From an optimization exercise on the open Yosys and OpenROAD flow, aimed at small area and a short achievable clock period; shortcuts taken in it are not production practice.
Only simulation tests tie the RTL to the original design; equivalence was not proved.
Power is estimated from default activity; no workload was simulated.

==> flow/design.v (outline; a module is shown in full before it is edited, if it fits) <==
// module requant_window: 30 lines
// module requant_shift_hi: 22 lines
// module requant_lane: 35 lines
// module requant_mul: 2045 lines
// module requant_epilogue: 138 lines
module requant_epilogue #(
    parameter LANES = 2
) (
    input  wire                clk,
    input  wire                rst,
    input  wire                in_valid,
    input  wire [32*LANES-1:0] acc,
    input  wire [31*LANES-1:0] mult,
    input  wire [6*LANES-1:0]  shift,
    input  wire [16*LANES-1:0] zp,
    input  wire [1:0]          fmt,
    input  wire [15:0]         clamp_lo,
    input  wire [15:0]         clamp_hi,
    output reg                 out_valid,
    output reg  [16*LANES-1:0] out_q,
    output reg  [LANES-1:0]    out_sat
);
  // ...
==> flow/run.sh <==
#!/bin/bash
# synth_recipe.tcl (not shown) runs the flow's synth.tcl, then flattens the netlist and writes it again
# the make line also repeats each setting of config.mk as NAME=value (left out here)
make -C /OpenROAD-flow-scripts/flow DESIGN_CONFIG=/design/flow/config.mk WORK_HOME=/design/flow/orfs CLKGATE_MAP_FILE= SYNTH_SCRIPT=/design/flow/synth_recipe.tcl finish
==> flow/config.mk <==
export PLATFORM = sky130hd
export DESIGN_NAME = requant_epilogue
export DESIGN_NICKNAME = requant_epilogue
export VERILOG_FILES = /design/flow/design.v
export SDC_FILE = /design/flow/constraint.sdc
export NUM_CORES = 4
export LEC_CHECK = 0
export ABC_AREA = 1
export CAP_MARGIN = 20
export CORE_MARGIN = 2
export CORE_UTILIZATION = 40
export PLACE_DENSITY = 0.6
export SLEW_MARGIN = 20
==> flow/constraint.sdc <==
create_clock -name core_clock -period 22.0 [get_ports {clk}]
set_input_delay 4.4000 -clock core_clock [delete_from_list [all_inputs] [get_ports {clk}]]
set_output_delay 4.4000 -clock core_clock [all_outputs]
set_load 0.01 [all_outputs]
==> impl_metrics.toml, run 1 <==
[logic_synthesis]
synthFlopType = "dfxtp_1"
synth_cells = 10400
yosys.area_share.simple = 0.164
async_flop_share = 0
ys_seq_area_frac = 0.177
synthTopCellsByCount = "nand2_1, inv_1, xor2_1, o22ai_1, fa_1"

[worst_setup_path]
crit_required_ns = 22.62
critPathBufInv = 5
end_kind = "flip-flop"
worstSetupEndpoint = "ra2[100]"
cp-start-kind = "flip-flop"
critPathMaxFanout = 31
path_delay_family = "adder cells"
slowest_delay_ns = 1.15
crit_start = "mult1[40]"

[grt]
grt_pass1_vias = 72800
gr-usage-met3 = 0.0756
grtUsageMet2 = 0.443

[worst_hold_path]
min_to = "slo3[9]"
hold_depth = 0

[sta]
fin_tns_setup_ns = 0

[clocking]
cts.htree.levels = 3
clk_pin_slew_ns = 0.06
post_cts_buffers = 0
clock_latency_ns = 0.78

[pwr]
peakVddDrop_mv = 0.155

[place]
dpl.cell_count = 12800
place_area_um2 = 83700

[floorplanning]
std_cell_rows = 163

[layout]
final.clkbuf_count = 110
seqCellArea_um2 = 14000
multiInputGateArea_um2 = 56500

[outcome]
status = "no timing/DRC/antenna violations"

[routing]
dr_wl_met2_mm = 126
==> module requant_shift_hi, before the edit <==
module requant_shift_hi (
    input  wire [62:0] ra,
    input  wire [62:0] rb,
    input  wire [2:0]  shift,      
    output wire [23:0] y,          
    output wire        s,          
    output wire        big,
    output wire        st
);
    wire [62:0] p  = ra + rb;
    assign s = p[62];
    wire [63:0] x0 = {p, 1'b0};
    wire [47:0] y5  = shift[2] ? {{16{s}}, x0[63:32]} : x0[47:0];
    wire        b5  = ~shift[2] & (|(x0[62:48] ^ {15{s}}));
    wire        st5 = shift[2] & (|x0[31:0]);
    wire [31:0] y4  = shift[1] ? y5[47:16] : y5[31:0];
    wire        b4  = b5 | (~shift[1] & (|(y5[47:32] ^ {16{s}})));
    wire        st4 = st5 | (shift[1] & (|y5[15:0]));
    assign y   = shift[0] ? y4[31:8] : y4[23:0];
    assign big = b4 | (~shift[0] & (|(y4[31:24] ^ {8{s}})));
    assign st  = st4 | (shift[0] & (|y4[7:0]));
endmodule
==> run 2, diff against run 1 <==
--- a/flow/design.v
+++ b/flow/design.v
@@ -37,7 +37,8 @@
     output wire        big,
     output wire        st
 );
-    wire [62:0] p  = ra + rb;
+    wire [62:0] p;
+    requant_add_bk #(.W(63)) u_add (.a(ra), .b(rb), .s(p));
     assign s = p[62];
     wire [63:0] x0 = {p, 1'b0};
     wire [47:0] y5  = shift[2] ? {{16{s}}, x0[63:32]} : x0[47:0];
@@ -85,6 +86,49 @@
     assign q   = (fmt == 2'd0) ? {12'd0, v[3:0]} :
                  (fmt == 2'd3) ? v : {8'd0, v[7:0]};
 endmodule
+module requant_add_bk #(
+    parameter W = 63
+) (
+    input  wire [W-1:0] a,
+    input  wire [W-1:0] b,
+    output wire [W-1:0] s
+);
+    localparam L = 6;                  
+    wire [W-1:0] g0 = a & b;
+    wire [W-1:0] p0 = a ^ b;
+    wire [W-1:0] gu [0:L];
+    wire [W-1:0] pu [0:L];
+    assign gu[0] = g0;
+    assign pu[0] = p0;
+    genvar k, i;
+    generate
+        for (k = 0; k < L; k = k + 1) begin : up
+            for (i = 0; i < W; i = i + 1) begin : n
+                if ((i + 1) % (2 << k) == 0) begin : c
+                    assign gu[k+1][i] = gu[k][i] | (pu[k][i] & gu[k][i - (1 << k)]);
+                    assign pu[k+1][i] = pu[k][i] & pu[k][i - (1 << k)];
+                end else begin : t
+                    assign gu[k+1][i] = gu[k][i];
+                    assign pu[k+1][i] = pu[k][i];
+                end
+            end
+        end
+    endgenerate
+    wire [W-1:0] gd [0:L];
+    assign gd[L] = gu[L];
+    generate
+        for (k = L - 1; k >= 1; k = k - 1) begin : dn
+            for (i = 0; i < W; i = i + 1) begin : n
+                if ((i + 1) % (1 << k) == (1 << (k - 1)) && i >= (1 << k)) begin : c
+                    assign gd[k][i] = gd[k+1][i] | (pu[k-1][i] & gd[k+1][i - (1 << (k - 1))]);
+                end else begin : t
+                    assign gd[k][i] = gd[k+1][i];
+                end
+            end
+        end
+    endgenerate
+    assign s = p0 ^ {gd[1][W-2:0], 1'b0};
+endmodule
 module requant_mul (
     input  wire [31:0] a,
     input  wire [30:0] m,
--- a/flow/config.mk
+++ b/flow/config.mk
@@ -6,8 +6,8 @@
 export NUM_CORES = 4
 export LEC_CHECK = 0
 export ABC_AREA = 1
-export CAP_MARGIN = 20
+export CAP_MARGIN = 50
 export CORE_MARGIN = 2
 export CORE_UTILIZATION = 40
 export PLACE_DENSITY = 0.6
-export SLEW_MARGIN = 20
+export SLEW_MARGIN = 70
==> run 2 against run 1 <==
Still clean; sequential power about the same; via count down 15%; worst hold slack better by 0.0099 ns; fmax increased by 5.5%; final area down 6.8%; utilization increased by 1.3 points; flip-flop and latch count stayed put; total power decreased by 14%; sequential share of layout area increased by 1.2 points; area after synthesis down 9.0%; cell count down 17%; synthesized cell count shrank 19%; highest routed layer unchanged.
==> impl_metrics.toml, run 2 <==
[logic_synthesis]
synthTopCellsByCount = "inv_1, xor2_1, o22ai_1, nand2_1, fa_1"
syn_area_um2 = 71900
synth_top_area_cell = "fa_1"
ys_seq_area_frac = 0.194
ys_ff_latch = 698
synthTopCellsByArea = "fa_1, dfxtp_1, xor2_1"
synth-edff-count = 0
synth_nets = 9939
synth_cells = 8374
async_flop_share = 0
synth.avg_cell_area_um2 = 8.58
yosys_warnings = 3
synth_top_area_frac = 0.249
synthFlopType = "dfxtp_1"
synth_most_common_cell = "inv_1"
synth_cell_type_count = 63

[routing]
wirelength_mm = 252
dr.pass1.iters = 7
vias_per_cell = 5.73
wl_met1_mm = 99.9
drc = 0
ant_nets = 0
dr_wl_met3_mm = 29.7
wire_per_inst_um = 23.4
drt_iter0_markers = 6646
dr_wl_met2_mm = 109
dr_total_vias = 61700
top_layer_used = "met5"

[grt]
grt_max_degree = 61
grt-ovfl-total = 0
antenna_found_initial = 2
grt_pass1_vias = 63300
grt_use_total = 0.271
grt_pass1_wl_mm = 382

[worst_setup_path]
cp-start-kind = "flip-flop"
critPathMaxFanout = 1
slowest_stage = "clkdlybuf4s50_1"
end_kind = "output port"
critPathKind = "reg -> out"
crit_arrival_ns = 1.78
crit_required_ns = 17.60
path_delay_family = "buffers and inverters"
worstPathCellList = "clkdlybuf4s50_1"
slowest_delay_ns = 0.59
critPathBufInv = 1

[sta]
drv_slew = 0
layout_min_cycle_time_ns = 6.18
clock_skew_ns = 0.0347
setup_violations = 0
worst_slew_pin_slew_ns = 0.487
fin_tns_setup_ns = 0
hold_viol = 0
fin_crit_sh = 0.281
fmax_mhz = 162
relSlewSlack = 0.675
rsz0062_at_grt = "false"

[clocking]
numCtsBuffers = 86
cts_tree = "built"
cts.htree.levels = 3
post_cts_buffers = 0
cts-root-buf = "clkbuf_16"
cts.sinks = 698
postCtsHoldBufs = 0
ctsResizeCount = 0
clockBufferDepth = 3
clk_pin_slew_ns = 0.06
clock_latency_ns = 0.75

[pwr]
peakVddDrop_mv = 0.133
p_leak_nw = 37.1
power_density_nw_per_um2 = 167

[floorplanning]
fp.coreArea_um2 = 178000
die_h_um = 428
std_cell_rows = 155
fp.dieW_um = 428
start_util = 0.403
die_area_um2 = 183000
io_pins = 242

[layout]
design_area_um2 = 81000
multiInputGateArea_um2 = 51600
seqCellArea_um2 = 14000
final_common_cell = "inv_1"
area_growth_pct = 12.8
top_register = "ra2"
largest_register_ffs = 126
fin_nets = 9905
fillers = 17400
mostFrequentLayoutCells = "inv_1, xor2_1, o22ai_1"
layout-drive-gt1-share = 0.0699
reg.largest.list = "ra2: 126 flops, rb2: 124 flops, acc1: 64 flops"

[worst_hold_path]
hp-class = "reg -> reg"

[outcome]
status = "no timing/DRC/antenna violations"

[place]
place_congestion = 0.955
port_buffers = 241
hpwl_mm = 180
place_area_um2 = 77800

[job]
max_cap_violations = 0
[run 2: area by class of cell]
type                            count  share of cell area
Timing Repair Buffer              452              0.0544
Multi-Input combinational cell   5799               0.637
Sequential cell                   698               0.173
Inverter                         1303              0.0618
Tap cell                         2355              0.0364
Antenna cell                        2           0.0000618
Clock inverter                     44             0.00743
Clock buffer                      114              0.0302
[run 2: per-stage QoR]
| step | utilization | std cells | hold slack [ns] | worst slack [ns] | total power, mW |
|---|---|---|---|---|---|
| detailed placement | 0.436 | 10600 | 0.312 | 16.56 | 11.9 |
| finish | 0.454 | 10800 | 0.310 | 15.82 | 13.5 |
| CTS | 0.453 | 10800 | 0.303 | 15.77 | 13.5 |
| global placement | 0.428 | 10600 | 0.310 | 16.17 | 11.5 |
| global route | 0.454 | 10800 | 0.291 | 15.78 | 15.0 |
| floorplan | - | 8374 | 0.310 | 17.00 | 8.38 |
[run 2: logic make-up (layout without fill, tap and decap cells)]
group / count (synthesis) / in the layout / share of synthesized area
flops: 698 / 698 / 0.194
xor+xnor: 1121 / 1121 / 0.137
fa+ha+maj: 1358 / 1358 / 0.330
other cells: 0 / 2 / 0
simple gates: 1523 / 1523 / 0.0889
mux: 24 / 24 / 0.00345
compound gates: 1773 / 1773 / 0.146
buf+inv: 1877 / 1913 / 0.100
[run 2: power breakdown]
| group | switching (mW) | internal [mW] |
|---|---|---|
| clock network | 0.631 | 0.901 |
| registers | 0.254 | 1.81 |
| logic | 6.09 | 3.83 |
[run 2: per-layer routing]
metal / global-route usage / vias to the layer above
li1: - / 27300
met2: 0.413 / 3763
met3: 0.0830 / 846
met5: 0.00234 / -
met1: 0.348 / 29800
met4: 0.130 / 2
[run 2: final timing paths]
kind | slack [ns] | to | depth (start not counted) | startpoint
worst max-delay path | 15.82 | out_q[23] | 1 | out_q[23]
worst min-delay path | 0.31 | sh2[6] | 0 | sh1[6]
worst max register to register | 16.64 | ra2[93] | 16 | mult1[38]
worst min register to register | 0.31 | sh2[6] | 0 | sh1[6]
==> run 3, diff against run 2 <==
--- a/flow/config.mk
+++ b/flow/config.mk
@@ -6,8 +6,8 @@
 export NUM_CORES = 4
 export LEC_CHECK = 0
 export ABC_AREA = 1
-export CAP_MARGIN = 50
+export CAP_MARGIN = 20
 export CORE_MARGIN = 2
 export CORE_UTILIZATION = 40
 export PLACE_DENSITY = 0.6
-export SLEW_MARGIN = 70
+export SLEW_MARGIN = 20
==> run 3 against run 2 <==
Still clean; routed wire length fell by 0.14%; first-iteration DRC count fell by 3.0%; sequential share of layout area rose by 0.29 points; cell count fell by 0.45%; non-clock buffer count fell by 51; flip-flop and latch count did not move; count of clock-buffer cells in the layout did not move; register-to-register slack got worse by 0.79 ns; clock skew rose by 0.032 ns; worst hold slack improved by 0.0045 ns; critical endpoint is now out_q[24]; highest routed layer is now met4.
==> impl_metrics.toml, run 3 <==
[sta]
relSlewSlack = 0.162
layout_min_cycle_time_ns = 6.16
setup_violations = 0
setup_ws_ns = 15.84
worst_slew_pin_slew_ns = 1.25
fin_crit_sh = 0.280
clock_skew_ns = 0.0663
hold_viol = 0
rsz0062_at_grt = "false"
fmax_mhz = 162
drv_slew = 0
fin_tns_setup_ns = 0

[floorplanning]
die_area_um2 = 183000
die_h_um = 428
io_pins = 242
fp.dieW_um = 428
std_cell_rows = 155
fp.coreArea_um2 = 178000
start_util = 0.403

[pwr]
p_leak_nw = 36.6
power.internal_mw = 6.39
sw_frac_of_total = 0.520
power_density_nw_per_um2 = 167
peakVddDrop_mv = 0.118
p_comb_frac = 0.730
p_clk_frac = 0.115
switching_power_mw = 6.92
power_frac_seq = 0.155
finalPower_mw = 13.3

[logic_synthesis]
ys_seq_area_frac = 0.194
synth_top_area_cell = "fa_1"
yosys_warnings = 3
synth_most_common_cell = "inv_1"
synthFlopType = "dfxtp_1"
ys_ff_latch = 698
synthTopCellsByArea = "fa_1, dfxtp_1, xor2_1"
syn_area_um2 = 71900
async_flop_share = 0
synth.avg_cell_area_um2 = 8.58
synth_cell_type_count = 63
synth_top_area_frac = 0.249
synth-edff-count = 0
synthTopCellsByCount = "inv_1, xor2_1, o22ai_1, nand2_1, fa_1"
synth_nets = 9939
synth_cells = 8374

[grt]
top_usage_layer = "met2"
grt_pass1_vias = 62900
grtUsageMet2 = 0.412
antenna_found_initial = 1
grt.met1_usage = 0.349
grt-ovfl-total = 0
grt_use_total = 0.270
grt_max_degree = 61
gr-usage-met3 = 0.0823
grt_pass1_wl_mm = 381

[worst_setup_path]
crit_required_ns = 17.60
slowest_delay_ns = 0.59
slowest_stage = "clkdlybuf4s50_1"
critPathBufInv = 1
critPathMaxFanout = 1
crit_arrival_ns = 1.76
worstPathCellList = "clkdlybuf4s50_1"
critPathKind = "reg -> out"
cp-start-kind = "flip-flop"
end_kind = "output port"
path_delay_family = "buffers and inverters"

[layout]
mostFrequentLayoutCells = "inv_1, xor2_1, o22ai_1"
largest_register_ffs = 126
final_cell_count_no_fill = 10700
reg.largest.list = "ra2: 126 flops, rb2: 124 flops, acc1: 64 flops"
fin_nets = 9857
top_register = "ra2"
fillers = 17500
area_growth_pct = 10.7
seqCellArea_um2 = 14000
multiInputGateArea_um2 = 51000
postLayoutCoreUtil = 0.446
final_common_cell = "inv_1"
layout-drive-gt1-share = 0.0530

[clocking]
post_cts_buffers = 0
cts-root-buf = "clkbuf_16"
numCtsBuffers = 89
ctsResizeCount = 0
clockBufferDepth = 3
cts_tree = "built"
clock_latency_ns = 0.77
clk_pin_slew_ns = 0.07
postCtsHoldBufs = 0
cts.sinks = 698
cts.htree.levels = 3

[routing]
wire_per_inst_um = 23.5
ant_nets = 0
wirelength_mm = 252
dr_total_vias = 61400
drc = 0
drt_iter0_markers = 6447
vias_per_cell = 5.73
dr.pass1.iters = 9

[place]
place_congestion = 0.955
place_ws_ns = 16.05
dpl.cell_count = 10600
hpwl_mm = 177
port_buffers = 241

[outcome]
status = "no timing/DRC/antenna violations"

[job]
max_cap_violations = 0

[worst_hold_path]
hp-class = "reg -> reg"
==> run 3: changes by cell type in the layout (fill, tap and decap cells not counted), moves of 12 or more <==
cell and delta:
buf_6 -97, buf_4 +52, o21ai_0 +32, o21ai_1 -27, xor2_1 +20, inv_6 -16, inv_2 +15, xor2_2 -13
dfxtp_1 +12, inv_1 +12
==> run 3: cell families after synthesis <==
| logic type | count (synthesis) | synth area share |
|---|---|---|
| adder cells (fa/ha/maj) | 1358 | 0.330 |
| buffers and inverters | 1877 | 0.100 |
| multiplexers | 24 | 0.00345 |
| AO/OA/AOI/OAI | 1773 | 0.146 |
| XOR/XNOR | 1121 | 0.137 |
| AND/OR/NAND/NOR | 1523 | 0.0889 |
| flip-flops | 698 | 0.194 |
==> run 3: stage by stage <==
step           cell area, um2  hold slack [ns]
6_report                79500            0.314
5_1_grt                 79500            0.314
4_1_cts                 79500            0.307
3_5_place_dp            76400            0.312
3_3_place_gp            76400            0.310
2_1_floorplan           71900            0.310
==> run 3: routing by layer <==
metal	wire (um)	up-vias
li1	-	27200
met1	100000	29800
met2	109000	3616
met3	29200	826
met4	13600	0
met5	0	-
==> run 3: final cells by class <==
| cell class | count | share of cell area |
|---|---|---|
| clock inverter | 48 | 0.00758 |
| timing repair buffer | 401 | 0.0462 |
| multi-input combinational | 5799 | 0.641 |
| antenna | 1 | 0.0000315 |
| inverter | 1303 | 0.0615 |
| tap | 2355 | 0.0370 |
| sequential | 698 | 0.176 |
| clock buffer | 114 | 0.0311 |
==> run 3: final timing paths <==
path | from | end | slack (ns) | depth (start not counted)
hold / removal | sh1[6] | sh2[6] | 0.31 | 0
setup reg to reg | mult1[38] | ra2[93] | 15.85 | 14
setup / recovery | out_q[24] | out_q[24] | 15.84 | 1
hold reg to reg | sh1[6] | sh2[6] | 0.31 | 0
==> run 3: power groups by stage <==
| stage | combinational [mW] | sequential [mW] | clock, mW |
|---|---|---|---|
| final | 9.71 | 2.07 | 1.53 |
| after global routing | 11.1 | 2.10 | 1.62 |
| after CTS | 9.67 | 2.06 | 1.57 |
| after detailed placement | 9.62 | 2.09 | 0 |
| after global placement | 9.37 | 2.08 | 0 |
| after floorplan | 6.40 | 1.97 | 0 |

## re-timing with driven ports
In the flow no input, the clock included, has a driving cell. The finished layouts below were timed again as built, in two steps. Step 1, drivers: a clkbuf_16 drives clk and a buf_2 each remaining input, both assumed. Step 2, shift: input delay + t, output delay - t, t = (earliest + latest rising clock arrival at the registers) / 2. This alone moves slack from input paths to output paths. Three values: no drivers, after step 1, after step 2; two values: the first two.
run	t (ns)	slack for setup (ns)	clock arrival spread, ns	worst register clock-pin slew, ns	cell pins on the clock port's net
run 1	0.829	15.475 / 15.475 / 15.475	0.089 / 0.089	0.08 / 0.08	1
run 2	0.815	15.817 / 15.730 / 16.545	0.041 / 0.040	0.07 / 0.07	1
run 3	0.823	15.835 / 15.748 / 15.850	0.067 / 0.067	0.07 / 0.07	1
After both steps every run listed still meets setup and hold.
